From an optimization exercise on the open Yosys and OpenROAD flow, aimed at small area, a short achievable clock period and few clock cycles; shortcuts taken in it are not production practice.
Function was not checked in any run shown here: the RTL went through the layout flow alone.

## run.sh

```bash
#!/bin/bash
# synth_recipe.tcl (not shown) runs the flow's synth.tcl, then flattens the netlist and writes it again
# the make line also repeats each setting of config.mk as NAME=value (left out here)
make -C /OpenROAD-flow-scripts/flow DESIGN_CONFIG=/design/flow/config.mk WORK_HOME=/design/flow/orfs CLKGATE_MAP_FILE= SYNTH_SCRIPT=/design/flow/synth_recipe.tcl finish
```

## config.mk

```make
export PLATFORM = sky130hd
export DESIGN_NAME = chz_hash_core
export DESIGN_NICKNAME = chz_hash_core
export VERILOG_FILES = /design/flow/design.v
export SDC_FILE = /design/flow/constraint.sdc
export NUM_CORES = 8
export LEC_CHECK = 0
export CAP_MARGIN = 20
export CORE_MARGIN = 2
export CORE_UTILIZATION = 40
export SETUP_SLACK_MARGIN = 5
export SLEW_MARGIN = 20
export SYNTH_MEMORY_MAX_BITS = 16384
```

## constraint.sdc

```tcl
create_clock -name core_clock -period 12.0 [get_ports {clk}]
set_input_delay 2.4000 -clock core_clock [delete_from_list [all_inputs] [get_ports {clk}]]
set_output_delay 2.4000 -clock core_clock [all_outputs]
set_load 0.01 [all_outputs]
```

## design.v

```verilog
module chz_hash_core (
  input  wire          clk,
  input  wire          rst,           
  input  wire          in_valid,
  output wire          in_ready,
  input  wire          in_first,      
  input  wire          in_mode,       
  input  wire [1023:0] in_block,      
  output reg           out_valid,
  output wire [383:0]  out_digest
);
  function automatic [31:0] rotr32(input [31:0] x, input integer n);
    rotr32 = (x >> n) | (x << (32 - n));
  endfunction
  function automatic [63:0] rotr64(input [63:0] x, input integer n);
    rotr64 = (x >> n) | (x << (64 - n));
  endfunction
  function automatic [63:0] big_sigma0(input m, input [63:0] x);
    reg [63:0] r5;
    reg [31:0] r2;
    r5 = rotr64(x, 28) ^ rotr64(x, 34) ^ rotr64(x, 39);
    r2 = rotr32(x[31:0], 2) ^ rotr32(x[31:0], 13) ^ rotr32(x[31:0], 22);
    big_sigma0 = {r5[63:32], m ? r5[31:0] : r2};
  endfunction
  function automatic [63:0] big_sigma1(input m, input [63:0] x);
    reg [63:0] r5;
    reg [31:0] r2;
    r5 = rotr64(x, 14) ^ rotr64(x, 18) ^ rotr64(x, 41);
    r2 = rotr32(x[31:0], 6) ^ rotr32(x[31:0], 11) ^ rotr32(x[31:0], 25);
    big_sigma1 = {r5[63:32], m ? r5[31:0] : r2};
  endfunction
  function automatic [63:0] small_sigma0(input m, input [63:0] x);
    reg [63:0] r5;
    reg [31:0] r2;
    r5 = rotr64(x, 1) ^ rotr64(x, 8) ^ (x >> 7);
    r2 = rotr32(x[31:0], 7) ^ rotr32(x[31:0], 18) ^ (x[31:0] >> 3);
    small_sigma0 = {r5[63:32], m ? r5[31:0] : r2};
  endfunction
  function automatic [63:0] small_sigma1(input m, input [63:0] x);
    reg [63:0] r5;
    reg [31:0] r2;
    r5 = rotr64(x, 19) ^ rotr64(x, 61) ^ (x >> 6);
    r2 = rotr32(x[31:0], 17) ^ rotr32(x[31:0], 19) ^ (x[31:0] >> 10);
    small_sigma1 = {r5[63:32], m ? r5[31:0] : r2};
  endfunction
  function automatic [63:0] iv(input m, input [2:0] i);
    if (m) begin
      case (i)
        3'd0: iv = 64'hcbbb9d5dc1059ed8;
        3'd1: iv = 64'h629a292a367cd507;
        3'd2: iv = 64'h9159015a3070dd17;
        3'd3: iv = 64'h152fecd8f70e5939;
        3'd4: iv = 64'h67332667ffc00b31;
        3'd5: iv = 64'h8eb44a8768581511;
        3'd6: iv = 64'hdb0c2e0d64f98fa7;
        default: iv = 64'h47b5481dbefa4fa4;
      endcase
    end else begin
      case (i)
        3'd0: iv = 64'h6a09e667;
        3'd1: iv = 64'hbb67ae85;
        3'd2: iv = 64'h3c6ef372;
        3'd3: iv = 64'ha54ff53a;
        3'd4: iv = 64'h510e527f;
        3'd5: iv = 64'h9b05688c;
        3'd6: iv = 64'h1f83d9ab;
        default: iv = 64'h5be0cd19;
      endcase
    end
  endfunction
  reg               mode;         
  reg               mode_s1;      
  reg               mode_s0n;     
  reg               mode_w;       
  reg               omode;        
  reg               omode_n;      
  reg               ldnf;         
  reg               ldmode;       
  reg               ldfirst;      
  reg               bfirst;       
  reg               ld;           
  reg  [3:0]        lcnt;         
  reg               rdy;          
  reg               epre;         
  reg               apre;         
  reg               apost;        
  reg               run;          
  reg               tail;         
  reg  [6:0]        rcnt;         
  reg  [6:0]        kcnt;         
  reg               f3, f2, f1, f0, fz;   
  reg  [15:0][63:0] w;            
  reg  [63:0]       a, b, c, d;   
  reg  [63:0]       e, f, g;      
  reg  [63:0]       pe;           
  reg  [63:0]       ws0, ws1;     
  reg  [63:0]       kr;           
  reg  [7:0][63:0]  hv;           
  wire       ld_last  = ld && (lcnt == 4'd15);
  reg [63:0] krom;
  always @* begin
    case (kcnt)
      7'd0: krom = 64'h428a2f98d728ae22;
      7'd1: krom = 64'h7137449123ef65cd;
      7'd2: krom = 64'hb5c0fbcfec4d3b2f;
      7'd3: krom = 64'he9b5dba58189dbbc;
      7'd4: krom = 64'h3956c25bf348b538;
      7'd5: krom = 64'h59f111f1b605d019;
      7'd6: krom = 64'h923f82a4af194f9b;
      7'd7: krom = 64'hab1c5ed5da6d8118;
      7'd8: krom = 64'hd807aa98a3030242;
      7'd9: krom = 64'h12835b0145706fbe;
      7'd10: krom = 64'h243185be4ee4b28c;
      7'd11: krom = 64'h550c7dc3d5ffb4e2;
      7'd12: krom = 64'h72be5d74f27b896f;
      7'd13: krom = 64'h80deb1fe3b1696b1;
      7'd14: krom = 64'h9bdc06a725c71235;
      7'd15: krom = 64'hc19bf174cf692694;
      7'd16: krom = 64'he49b69c19ef14ad2;
      7'd17: krom = 64'hefbe4786384f25e3;
      7'd18: krom = 64'h0fc19dc68b8cd5b5;
      7'd19: krom = 64'h240ca1cc77ac9c65;
      7'd20: krom = 64'h2de92c6f592b0275;
      7'd21: krom = 64'h4a7484aa6ea6e483;
      7'd22: krom = 64'h5cb0a9dcbd41fbd4;
      7'd23: krom = 64'h76f988da831153b5;
      7'd24: krom = 64'h983e5152ee66dfab;
      7'd25: krom = 64'ha831c66d2db43210;
      7'd26: krom = 64'hb00327c898fb213f;
      7'd27: krom = 64'hbf597fc7beef0ee4;
      7'd28: krom = 64'hc6e00bf33da88fc2;
      7'd29: krom = 64'hd5a79147930aa725;
      7'd30: krom = 64'h06ca6351e003826f;
      7'd31: krom = 64'h142929670a0e6e70;
      7'd32: krom = 64'h27b70a8546d22ffc;
      7'd33: krom = 64'h2e1b21385c26c926;
      7'd34: krom = 64'h4d2c6dfc5ac42aed;
      7'd35: krom = 64'h53380d139d95b3df;
      7'd36: krom = 64'h650a73548baf63de;
      7'd37: krom = 64'h766a0abb3c77b2a8;
      7'd38: krom = 64'h81c2c92e47edaee6;
      7'd39: krom = 64'h92722c851482353b;
      7'd40: krom = 64'ha2bfe8a14cf10364;
      7'd41: krom = 64'ha81a664bbc423001;
      7'd42: krom = 64'hc24b8b70d0f89791;
      7'd43: krom = 64'hc76c51a30654be30;
      7'd44: krom = 64'hd192e819d6ef5218;
      7'd45: krom = 64'hd69906245565a910;
      7'd46: krom = 64'hf40e35855771202a;
      7'd47: krom = 64'h106aa07032bbd1b8;
      7'd48: krom = 64'h19a4c116b8d2d0c8;
      7'd49: krom = 64'h1e376c085141ab53;
      7'd50: krom = 64'h2748774cdf8eeb99;
      7'd51: krom = 64'h34b0bcb5e19b48a8;
      7'd52: krom = 64'h391c0cb3c5c95a63;
      7'd53: krom = 64'h4ed8aa4ae3418acb;
      7'd54: krom = 64'h5b9cca4f7763e373;
      7'd55: krom = 64'h682e6ff3d6b2b8a3;
      7'd56: krom = 64'h748f82ee5defb2fc;
      7'd57: krom = 64'h78a5636f43172f60;
      7'd58: krom = 64'h84c87814a1f0ab72;
      7'd59: krom = 64'h8cc702081a6439ec;
      7'd60: krom = 64'h90befffa23631e28;
      7'd61: krom = 64'ha4506cebde82bde9;
      7'd62: krom = 64'hbef9a3f7b2c67915;
      7'd63: krom = 64'hc67178f2e372532b;
      7'd64: krom = 64'hca273eceea26619c;
      7'd65: krom = 64'hd186b8c721c0c207;
      7'd66: krom = 64'heada7dd6cde0eb1e;
      7'd67: krom = 64'hf57d4f7fee6ed178;
      7'd68: krom = 64'h06f067aa72176fba;
      7'd69: krom = 64'h0a637dc5a2c898a6;
      7'd70: krom = 64'h113f9804bef90dae;
      7'd71: krom = 64'h1b710b35131c471b;
      7'd72: krom = 64'h28db77f523047d84;
      7'd73: krom = 64'h32caab7b40c72493;
      7'd74: krom = 64'h3c9ebe0a15c9bebc;
      7'd75: krom = 64'h431d67c49c100d4c;
      7'd76: krom = 64'h4cc5d4becb3e42b6;
      7'd77: krom = 64'h597f299cfc657e2a;
      7'd78: krom = 64'h5fcb6fab3ad6faec;
      7'd79: krom = 64'h6c44198c4a475817;
      default: krom = 64'h0;
    endcase
  end
  wire        kmode = ld_last ? ldmode : mode;
  wire [63:0] k_nx  = {krom[63:32], kmode ? krom[31:0] : krom[63:32]};
  wire [6:0] n_m18 = mode ? 7'd62 : 7'd46;    
  wire [6:0] n_m4  = mode ? 7'd76 : 7'd60;    
  wire       can_ld   = !ld && !epre && (!run || tail);
  wire       start_ld = in_valid && can_ld;
  assign in_ready = rdy;
  always @(posedge clk) begin
    if (rst) begin
      ld        <= 1'b0;
      rdy       <= 1'b0;
      epre      <= 1'b0;
      apre      <= 1'b0;
      apost     <= 1'b0;
      run       <= 1'b0;
      tail      <= 1'b0;
      f3        <= 1'b0;
      f2        <= 1'b0;
      f1        <= 1'b0;
      f0        <= 1'b0;
      fz        <= 1'b0;
      out_valid <= 1'b0;
    end else begin
      if (start_ld) begin
        ld      <= 1'b1;
        ldfirst <= in_first;
        ldnf    <= !in_first;
        ldmode  <= in_first ? in_mode : ldmode;
      end else if (ld_last) begin
        ld      <= 1'b0;
      end
      rdy   <= ld && (lcnt == 4'd14);
      epre  <= ld_last;
      apre  <= epre;
      apost <= apre;
      if (epre) begin
        run  <= 1'b1;
        tail <= 1'b0;
      end else begin
        if (f1) run <= 1'b0;
        if (run && rcnt == n_m18) tail <= 1'b1;
      end
      f3        <= run && (rcnt == n_m4);
      f2        <= f3;
      f1        <= f2;
      f0        <= f1;
      fz        <= f0;
      out_valid <= fz;
    end
  end
  always @(posedge clk) begin
    lcnt <= start_ld ? 4'd0 : lcnt + 4'd1;
    rcnt <= epre ? 7'd0 : rcnt + 7'd1;
    kcnt <= (ld && lcnt == 4'd14) ? 7'd0 : kcnt + 7'd1;
    if (ld_last) mode <= ldmode;
    if (ld_last || epre) mode_s1 <= ldmode;
    if (ld && lcnt == 4'd14) mode_w <= ldmode;
    if (epre) begin
      mode_s0n <= !mode;
      bfirst   <= ldfirst;
    end
    if (f1) begin
      omode   <= mode;
      omode_n <= !mode;
    end
  end
  wire [63:0] he   = f3 ? hv[7] : (f2 ? hv[6] : (f1 ? hv[5] : hv[4]));
  wire [63:0] ha   = f2 ? hv[3] : (f1 ? hv[2] : (f0 ? hv[1] : hv[0]));
  wire [63:0] se_h = e + he;
  wire [63:0] sa_h = a + ha;
  wire [7:0][63:0] y;
  genvar gi;
  generate
    for (gi = 0; gi < 8; gi = gi + 1) begin : g_y
      if (gi == 0)
        assign y[gi] = ldfirst ? iv(ldmode, gi) : (fz ? sa_h : hv[gi]);
      else if (gi == 4)
        assign y[gi] = ldfirst ? iv(ldmode, gi) : (f0 ? se_h : hv[gi]);
      else
        assign y[gi] = ldfirst ? iv(ldmode, gi) : hv[gi];
    end
  endgenerate
  wire [63:0] ld_word = {in_block[1023 - 64*lcnt -: 32],
                         ldmode ? in_block[991 - 64*lcnt -: 32] : in_block[511 - 32*lcnt -: 32]};
  function automatic [63:0] add64(input [63:0] x, input [63:0] y);
    reg [63:0] gg, pp, p0;
    integer l, j;
    gg = x & y;
    pp = x ^ y;
    p0 = pp;
    for (l = 0; l < 6; l = l + 1)
      for (j = 63; j >= 0; j = j - 1)
        if ((j >> l) & 1) begin
          gg[j] = gg[j] | (pp[j] & gg[((j >> l) << l) - 1]);
          pp[j] = pp[j] & pp[((j >> l) << l) - 1];
        end
    add64 = p0 ^ {gg[62:0], 1'b0};
  endfunction
  function automatic [127:0] csa(input [63:0] x, input [63:0] y, input [63:0] z);
    csa = {((x & y) | (x & z) | (y & z)) << 1, x ^ y ^ z};
  endfunction
  wire [127:0] wc1   = csa(w[0], w[9], ws0);
  wire [127:0] wc2   = csa(wc1[63:0], wc1[127:64], ws1);
  wire [63:0]  w_new = add64(wc2[63:0], wc2[127:64]);
  wire [63:0]  s1    = big_sigma1(mode_s1, e);
  wire [63:0]  ch    = (e & f) ^ (~e & g);
  wire [127:0] ec    = csa(s1, ch, pe);
  wire [63:0]  sum_e = add64(ec[63:0], ec[127:64]);
  wire [63:0]  s0    = big_sigma0(!mode_s0n, a);
  wire [63:0]  mj    = (a & b) ^ (a & c) ^ (b & c);
  wire [127:0] ac1   = csa(e, ~d, mj);
  wire [127:0] ac2   = csa(ac1[63:0], {ac1[127:65], 1'b1}, s0);
  wire [63:0]  sum_a = add64(ac2[63:0], ac2[127:64]);
  wire [63:0]  y7p   = ldnf ? hv[7] : iv(ldmode, 3'd7);
  wire [63:0]  y3p   = ldnf ? hv[3] : iv(ldmode, 3'd3);
  wire [63:0]  y2p   = ldnf ? hv[2] : iv(ldmode, 3'd2);
  wire [63:0]  ph    = epre ? y7p : g;
  wire [63:0]  pd    = epre ? y3p : (apre ? y2p : b);
  wire [127:0] pc1   = csa(ph, kr, w[0]);
  wire [127:0] pc2   = csa(pc1[63:0], pc1[127:64], pd);
  wire [63:0]  pe_new = add64(pc2[63:0], pc2[127:64]);
  integer i;
  always @(posedge clk) begin
    for (i = 0; i < 15; i = i + 1)
      w[i] <= w[i+1];
    w[15] <= ld ? ld_word : w_new;
    a  <= apre ? y[0] : sum_a;
    b  <= apre ? y[1] : a;
    c  <= apre ? y[2] : b;
    d  <= apre ? y[3] : c;
    e  <= epre ? y[4] : sum_e;
    f  <= epre ? y[5] : e;
    g  <= epre ? y[6] : f;
    pe <= pe_new;
    kr <= k_nx;
    ws0 <= small_sigma0(mode_w, w[2]);
    ws1 <= small_sigma1(mode_w, w[15]);
    if (apost && bfirst) begin
      for (i = 0; i < 8; i = i + 1)
        hv[i] <= iv(mode, i[2:0]);
    end
    if (f3) hv[7] <= se_h;
    if (f2) begin
      hv[6] <= se_h;
      hv[3] <= sa_h;
    end
    if (f1) begin
      hv[5] <= se_h;
      hv[2] <= sa_h;
    end
    if (f0) begin
      hv[4] <= se_h;
      hv[1] <= sa_h;
    end
    if (fz) hv[0] <= sa_h;
  end
  assign out_digest[383:192] = omode ? {hv[0], hv[1], hv[2]}
                                     : {128'h0, hv[0][31:0], hv[1][31:0]};
  assign out_digest[191:0]   = !omode_n ? {hv[3], hv[4], hv[5]}
                                        : {hv[2][31:0], hv[3][31:0], hv[4][31:0],
                                           hv[5][31:0], hv[6][31:0], hv[7][31:0]};
endmodule
```

==> impl_metrics.py, run 1 <==
metrics = {
    "run_status": {
        "result_of_the_run": "finished clean",
    },
    "floorplan": {
        "initial_core_util_pct": 40.2,
        "boundaryPins": 1415,
        "die_height_um": 574,
        "floorplan.die.width_um": 574,
        "coreArea_mm2": 0.324,
        "overall_die_area_mm2": 0.330,
        "row_count": 209,
    },
    "sta": {
        "timing.final.ws_setup_ps": 5010,
        "finalHoldViolations": 0,
        "tightestPinTransition_ps": 1340,
        "rsz0062_at_grt": "no",
        "finalClockSkew_ps": 104,
        "finalSetupTns_ps": 0,
        "fmax_mhz": 143,
        "finalMaxSlewViolations": 0,
        "post-route-min-period_ps": 6990,
        "report.final.setup_viol": 0,
        "post-route-period-util_pct": 58.3,
        "relSlewSlack_pct": 9.44,
    },
    "grt": {
        "global_route.usage.total_pct": 48.1,
        "grt_use_met2_pct": 67.0,
        "via_count_of_the_first_global_routing_pass": 111760,
        "grtUsageMet1_pct": 57.8,
        "grt.busiest_layer": "met2",
        "gr_util_met3_pct": 19.0,
        "grt_first_pass_wirelength_um": 1070000,
        "maximum_number_of_pins_on_one_net_before_global_route_repair": 200,
        "total_grt_overflow": 0,
        "grt_antenna_before_repair": 269,
    },
    "hold_path": {
        "holdPathStages": 0,
        "min_path_type": "flip-flop to flip-flop",
    },
    "yosys": {
        "synth_fp_nets": 15577,
        "synth.largest_area_cell": "sky130_fd_sc_hd__dfxtp_1",
        "yosysSeqAreaShare_pct": 40.1,
        "post_synth_inst_count": 13681,
        "synth-main-ff-cell": "sky130_fd_sc_hd__dfxtp_1",
        "post_synth_instance_area_mm2": 0.130,
        "synth.top_cells.by_area": "sky130_fd_sc_hd__dfxtp_1 28%, sky130_fd_sc_hd__edfxtp_1 12%, sky130_fd_sc_hd__fa_1 7.1%, sky130_fd_sc_hd__xnor2_1 4.7%, sky130_fd_sc_hd__a21oi_1 4.5%",
        "ys_warn_count": 1,
        "async_reset_ff_share_pct": 0,
        "synth_common_cells": "1824 x sky130_fd_sc_hd__dfxtp_1, 1178 x sky130_fd_sc_hd__nand2_1, 1158 x sky130_fd_sc_hd__a21oi_1, 951 x sky130_fd_sc_hd__nor2_1, 864 x sky130_fd_sc_hd__inv_1",
        "synthMostInstantiatedCell": "sky130_fd_sc_hd__dfxtp_1",
        "synth.lib_cells_used.distinct": 96,
        "synth_seq_cells": 2345,
        "synth_edf_count": 521,
        "average_size_of_a_mapped_cell_um2": 9.51,
        "post-synth-top-area-fraction_pct": 28.1,
    },
    "placement": {
        "place_hpwl_um": 647000,
        "placement.setup.worst_slack_ps": 5070,
        "placement.io_buffers": 1414,
        "placed_area_mm2": 0.148,
        "routabilityCongestion": 1.08,
    },
    "layout": {
        "final_nets": 16486,
        "stdcell_area_mm2": 0.158,
        "drive_above_1_share_pct": 8.80,
        "top_regs": "w x1024, hv x512",
        "area_growth_pct": 21.7,
        "fillers": 30804,
        "max_reg_flops": 1024,
        "registers.top_by_ff_count": "w",
    },
    "job": {
        "maxCapViolCount": 0,
    },
    "routing": {
        "vias_per_cell": 6.31,
        "initialDrtViolationCount": 19834,
        "ant_nets": 0,
        "firstDrtPassIters": 30,
        "routed_wl_um": 818000,
        "dr_drc_count": 0,
        "post_drt_wl_per_cell_um": 42.1,
        "num_vias": 122561,
    },
    "critical_path": {
        "path_class": "flip-flop to flip-flop",
        "required_ps": 12840,
        "path_max_fanout": 50,
        "worstSetupStartpointType": "flip-flop",
        "crit_arrival_ps": 7840,
        "worstRegToRegCells": 18,
        "category_of_cells_accounting_for_the_largest_share_of_critical_path_delay": "compound AO/OA/AOI/OAI gates",
        "critical_path.cell_chain": "buf_4 > buf_6 > mux2i_1 > nor2_1 > a21oi_1 > o21ai_0 > ha_1 > nand4_1 > or3_1 > nor4b_2 > nand4_1 > a211o_1 > a211oi_2 > o21ai_1 > xnor2_1 > mux2i_1 > o21ai_1 > o21a_1",
        "timing.critical_path.buf_inv": 2,
        "slowest_stage": "sky130_fd_sc_hd__dfxtp_4",
        "worst_path_largest_cell_delay_ps": 830,
        "cp.depth": 18,
        "critPathCaptureType": "flip-flop",
    },
    "clocking": {
        "tritoncts": "done",
        "cts.clk_slew.worst_paths_ps": 70,
        "cts-root-to-sink-buffers": 4,
        "htree_num_levels": 5,
        "cts_num_sinks": 2345,
        "numCtsBuffers": 262,
        "insertion_delay_ps": 970,
        "clock-root-buffer": "sky130_fd_sc_hd__clkbuf_16",
    },
}
-- cells in the final DEF, fill, tap and decap left out, types with 115 or more instances in the layout --
cell type	n
sky130_fd_sc_hd__a21o_1	339
sky130_fd_sc_hd__a21oi_1	1153
sky130_fd_sc_hd__a31oi_1	202
sky130_fd_sc_hd__and2_1	318
sky130_fd_sc_hd__buf_4	263
sky130_fd_sc_hd__clkbuf_16	278
sky130_fd_sc_hd__clkdlybuf4s50_1	1414
sky130_fd_sc_hd__dfxtp_1	1814
sky130_fd_sc_hd__diode_2	309
sky130_fd_sc_hd__edfxtp_1	521
sky130_fd_sc_hd__fa_1	464
sky130_fd_sc_hd__ha_1	401
sky130_fd_sc_hd__inv_1	858
sky130_fd_sc_hd__mux2_2	287
sky130_fd_sc_hd__mux2i_1	296
sky130_fd_sc_hd__mux4_2	188
sky130_fd_sc_hd__nand2_1	1162
sky130_fd_sc_hd__nand3_1	220
sky130_fd_sc_hd__nor2_1	937
sky130_fd_sc_hd__nor3_1	115
sky130_fd_sc_hd__o21ai_0	672
sky130_fd_sc_hd__o221ai_1	188
sky130_fd_sc_hd__o22ai_1	228
sky130_fd_sc_hd__xnor2_1	702
sky130_fd_sc_hd__xor2_1	317
-- worst paths after layout --
kind,from,endpoint,slack [ps]
max,f1,e[59],5010
min reg2reg,w[69],w[5],230
min,w[69],w[5],230
max reg2reg,f1,e[59],5010
-- layout make-up --
type                       instances  area (µm²)  area share (%)
antenna                          309         773           0.488
clock buffer                     349        7510            4.74
clock inverter                   125        1730            1.09
inverter                         871        3280            2.07
multi-input combinational       9412       70900            44.8
sequential                      2345       52200            33.0
tap                             4325        5410            3.42
timing repair buffer            1698       16500            10.4
-- per-stage QoR --
| stage | utilization [%] | cells | hold WS (ps) |
|---|---|---|---|
| CTS | 48.6 | 19119 | 222 |
| global placement | 45.7 | 18644 | 310 |
| global route | 48.8 | 19293 | 239 |
| detailed placement | 45.7 | 18645 | 312 |
| finish | 48.9 | 19434 | 234 |
| floorplan | - | 13681 | 310 |
-- worst register-to-register path, delay by kind of cell, from the launching register on --
kind	cells	cell delay [ps]
AO/OA/AOI/OAI	7	1850
XOR/XNOR	1	570
adder cells (fa/ha/maj)	1	510
buffers and inverters	2	1100
flip-flops	1	830
multiplexers	2	430
AND/OR/NAND/NOR	5	1660
-- cells by family (layout without fill, tap and decap cells) --
family                   Yosys count  in the layout  synth area share, %
buffers and inverters           1924           3043                 5.68
AO/OA/AOI/OAI                   3599           3599                 17.3
XOR/XNOR                        1021           1021                 6.87
other                              0            309                    0
AND/OR/NAND/NOR                 3100           3100                 10.6
flip-flops                      2345           2345                 40.1
adder cells (fa/ha/maj)          919            919                 11.4
multiplexers                     773            773                 8.03
-- metal layers --
metal	part of all wire, %	vias to the layer above
li1	-	49903
met1	36	60408
met3	13	2470
met2	41	9678
met5	0.093	-
met4	9.7	102
-- what timing repair did --
item	CTS	global route
setup endpoints to repair	0	14
hold buffers	0	0
setup buffers	0	3
gates resized for setup	0	1
==> run 2: changes to the inputs <==
==> flow/run.sh (new file) <==
#!/bin/bash
set -euo pipefail
bash standard.sh SETUP_SLACK_MARGIN=7 finish > standard.log 2>&1
==> standard.sh (new file) <==
#!/bin/bash
# synth_recipe.tcl (not shown) runs the flow's synth.tcl, then flattens the netlist and writes it again
# the make line also repeats each setting of config.mk as NAME=value (left out here)
make -C /OpenROAD-flow-scripts/flow DESIGN_CONFIG=/design/flow/config.mk WORK_HOME=/design/flow/orfs CLKGATE_MAP_FILE= SYNTH_SCRIPT=/design/flow/synth_recipe.tcl "${@:-finish}"
--- a/config.mk
+++ b/config.mk
@@ -10,3 +10,2 @@
 export CORE_UTILIZATION = 40
-export SETUP_SLACK_MARGIN = 5
 export SLEW_MARGIN = 20
removed: run.sh
==> run 2 against run 1 <==
Effect of this change: still clean on timing, DRC and antenna; non-clock buffer count rose by 244; clock skew shrank 13 ps; critical path depth down 2; core utilization up 1.6 points; largest cell class unchanged; fmax increased by 33%; count of clock-buffer cells in the layout decreased by 5.
==> impl_metrics.py, run 2 <==
metrics = {
    "run_status": {
        "result_of_the_run": "finished clean",
    },
    "grt": {
        "grt_antenna_before_repair": 284,
        "total_grt_overflow": 0,
        "via_count_of_the_first_global_routing_pass": 113462,
        "maximum_number_of_pins_on_one_net_before_global_route_repair": 128,
        "grt_first_pass_wirelength_um": 1090000,
        "global_route.usage.total_pct": 49.6,
    },
    "floorplan": {
        "floorplan.die.width_um": 574,
        "boundaryPins": 1415,
        "overall_die_area_mm2": 0.330,
        "row_count": 209,
        "die_height_um": 574,
        "coreArea_mm2": 0.324,
        "initial_core_util_pct": 40.2,
    },
    "placement": {
        "place_hpwl_um": 652000,
        "routabilityCongestion": 1.12,
        "placed_area_mm2": 0.148,
        "placement.io_buffers": 1414,
    },
    "yosys": {
        "async_reset_ff_share_pct": 0,
        "post_synth_instance_area_mm2": 0.130,
        "synth_common_cells": "1824 x sky130_fd_sc_hd__dfxtp_1, 1178 x sky130_fd_sc_hd__nand2_1, 1158 x sky130_fd_sc_hd__a21oi_1, 951 x sky130_fd_sc_hd__nor2_1, 864 x sky130_fd_sc_hd__inv_1",
        "post_synth_inst_count": 13681,
        "synthXorXnorAreaFrac_pct": 6.87,
        "synth.largest_area_cell": "sky130_fd_sc_hd__dfxtp_1",
        "compound_cell_area_share_of_the_yosys_netlist_pct": 17.3,
        "synth_seq_cells": 2345,
        "synthMostInstantiatedCell": "sky130_fd_sc_hd__dfxtp_1",
        "synth.top_cells.by_area": "sky130_fd_sc_hd__dfxtp_1 28%, sky130_fd_sc_hd__edfxtp_1 12%, sky130_fd_sc_hd__fa_1 7.1%, sky130_fd_sc_hd__xnor2_1 4.7%, sky130_fd_sc_hd__a21oi_1 4.5%",
        "ys_warn_count": 1,
        "average_size_of_a_mapped_cell_um2": 9.51,
        "post-synth-top-area-fraction_pct": 28.1,
        "synth.lib_cells_used.distinct": 96,
        "synthSimpleGateAreaFrac_pct": 10.6,
        "synth_edf_count": 521,
        "yosysSeqAreaShare_pct": 40.1,
        "synth_fp_nets": 15577,
        "synth.mux.area_fraction_pct": 8.03,
        "synth_fa_ha_area_share_pct": 11.4,
        "largest_family_of_logic_cells_by_synthesized_area": "compound AO/OA/AOI/OAI gates",
        "synth-main-ff-cell": "sky130_fd_sc_hd__dfxtp_1",
    },
    "sta": {
        "finalHoldViolations": 0,
        "post-route-min-period_ps": 5260,
        "tightestPinTransition_ps": 1440,
        "post-route-period-util_pct": 43.8,
        "fmax_mhz": 190,
        "report.final.setup_viol": 0,
        "rsz0062_at_grt": "yes",
        "finalSetupTns_ps": 0,
        "finalClockSkew_ps": 90.8,
        "finalMaxSlewViolations": 0,
        "relSlewSlack_pct": 3.47,
    },
    "clocking": {
        "clock-root-buffer": "sky130_fd_sc_hd__clkbuf_16",
        "cts_num_sinks": 2345,
        "numCtsBuffers": 245,
        "cts-hold-fix-buffers": 0,
        "insertion_delay_ps": 1000,
        "tritoncts": "done",
        "cts-root-to-sink-buffers": 4,
        "cts.clk_slew.worst_paths_ps": 70,
        "htree_num_levels": 4,
    },
    "layout": {
        "max_reg_flops": 1024,
        "stdcell_area_mm2": 0.164,
        "drive_above_1_share_pct": 12.6,
        "final_nets": 16714,
        "registers.top_by_ff_count": "w",
        "top_regs": "w x1024, hv x512",
        "area_growth_pct": 25.7,
        "final_common_cell": "sky130_fd_sc_hd__dfxtp_1",
        "mostFrequentLayoutCells": "1731 x sky130_fd_sc_hd__dfxtp_1, 1209 x sky130_fd_sc_hd__clkdlybuf4s50_1, 1155 x sky130_fd_sc_hd__nand2_1, 1088 x sky130_fd_sc_hd__a21oi_1, 926 x sky130_fd_sc_hd__nor2_1",
        "post-route-util_pct": 50.5,
    },
    "routing": {
        "num_vias": 125676,
        "ant_nets": 0,
        "initialDrtViolationCount": 19980,
        "firstDrtPassIters": 28,
        "post_drt_wl_per_cell_um": 43.3,
        "routedLengthMet1_um": 298000,
        "met2RoutedLength_um": 339000,
        "routed_wl_um": 849000,
        "detailroute.wirelength.met3_um": 120000,
        "dr_drc_count": 0,
        "vias_per_cell": 6.41,
        "top_layer_used": "met5",
    },
    "critical_path": {
        "crit_arrival_ps": 6080,
        "required_ps": 12820,
        "path_max_fanout": 62,
        "path_class": "flip-flop to flip-flop",
        "worstSetupStartpointType": "flip-flop",
        "critPathCaptureType": "flip-flop",
    },
    "hold_path": {
        "min_path_type": "flip-flop to flip-flop",
    },
    "job": {
        "maxCapViolCount": 0,
    },
}
==> run 2: cell counts after synthesis <==
No cell type changed its count.
==> run 2: layer usage <==
layer / GRT usage, % / vias up
met2: 68.2 / 10735
met5: 1.28 / -
met1: 57.9 / 61521
met3: 22.1 / 3027
met4: 43.9 / 104
li1: - / 50289
==> run 2: logic make-up after synthesis <==
family,Yosys count
buffers and inverters,1924
and+or+nand+nor,3100
muxes,773
adders and majority gates,919
xor gates and xnor gates,1021
DFF,2345
AOI/OAI and AO/OA,3599
==> run 2: stage by stage <==
stage               hold WS [ps]  setup slack [ps]  cells
global route                 275              6710  19489
detailed placement           312              5440  18660
CTS                          250              6820  19239
global placement             310              5480  18659
finish                       292              6740  19611
floorplan                    310              7000  13681
==> run 2: final timing paths <==
path	startpoint	endpoint	slack, ps	cells after the start
min	w[94]	w[30]	290	0
min reg2reg	w[94]	w[30]	290	0
max	lcnt[0]	krom[35]	6740	16
max reg2reg	lcnt[0]	krom[35]	6740	16
==> run 2: final cells by class <==
cell class / count / area, µm²
repair buffers: 1942 / 20400
diodes: 255 / 638
inverters: 871 / 3310
clock buffers: 344 / 7190
clock inverters: 116 / 1500
well taps: 4325 / 5410
multi-input cells: 9413 / 72700
fillers: 30218 / 160000
flip-flops and latches: 2345 / 52400
==> run 2: what timing repair did <==
action                                 CTS  global route
buffers inserted                        95           101
endpoints found under the hold margin    0             0
setup endpoints to repair              932           474
resized for setup                      494           400
pin swaps                               39            73
gates cloned                            24            15
==> run 2: worst max-delay path, cell delays in order, from the launching register on <==
cell	delay [ps]
sky130_fd_sc_hd__dfxtp_4	470
sky130_fd_sc_hd__inv_4	230
sky130_fd_sc_hd__ha_1	180
sky130_fd_sc_hd__nand4_1	190
sky130_fd_sc_hd__buf_4	290
sky130_fd_sc_hd__inv_1	180
sky130_fd_sc_hd__or2_2	140
sky130_fd_sc_hd__buf_4	480
sky130_fd_sc_hd__inv_2	60
sky130_fd_sc_hd__clkbuf_8	330
sky130_fd_sc_hd__buf_12	290
sky130_fd_sc_hd__nand2_1	380
sky130_fd_sc_hd__nand2_1	170
sky130_fd_sc_hd__nor2_1	520
sky130_fd_sc_hd__nor3_1	170
sky130_fd_sc_hd__a221oi_1	660
sky130_fd_sc_hd__o21ai_0	230

[separate check: timing with driven ports]
In the flow no input, the clock included, has a driving cell. The finished layouts below were timed again as built, in two steps.
Step 1 assumes that a clkbuf_16 drives the clock port and a buf_2 every other input.
Step 2 also shifts input and output timing later by t, the mid clock arrival at the registers, as if the neighbouring blocks saw the same clock.
Slacks: no drivers / after step 1 / after step 2; pairs: no drivers / after step 1.
run	t, ns	setup slack, ns	worst hold slack (ns)	slew at the worst register clock pin (ns)	pins driven straight from the clock port
run 1	1.046	5.006 / 5.006 / 5.006	0.234 / 0.234 / 0.234	0.08 / 0.08	1
run 2	1.097	6.738 / 6.628 / 5.978	0.292 / 0.292 / 0.292	0.08 / 0.08	1
After both steps every run listed still meets setup and hold. The setup slack of run 2, which loses most, moves by -0.110 ns with the drivers and by -0.760 ns with both steps.
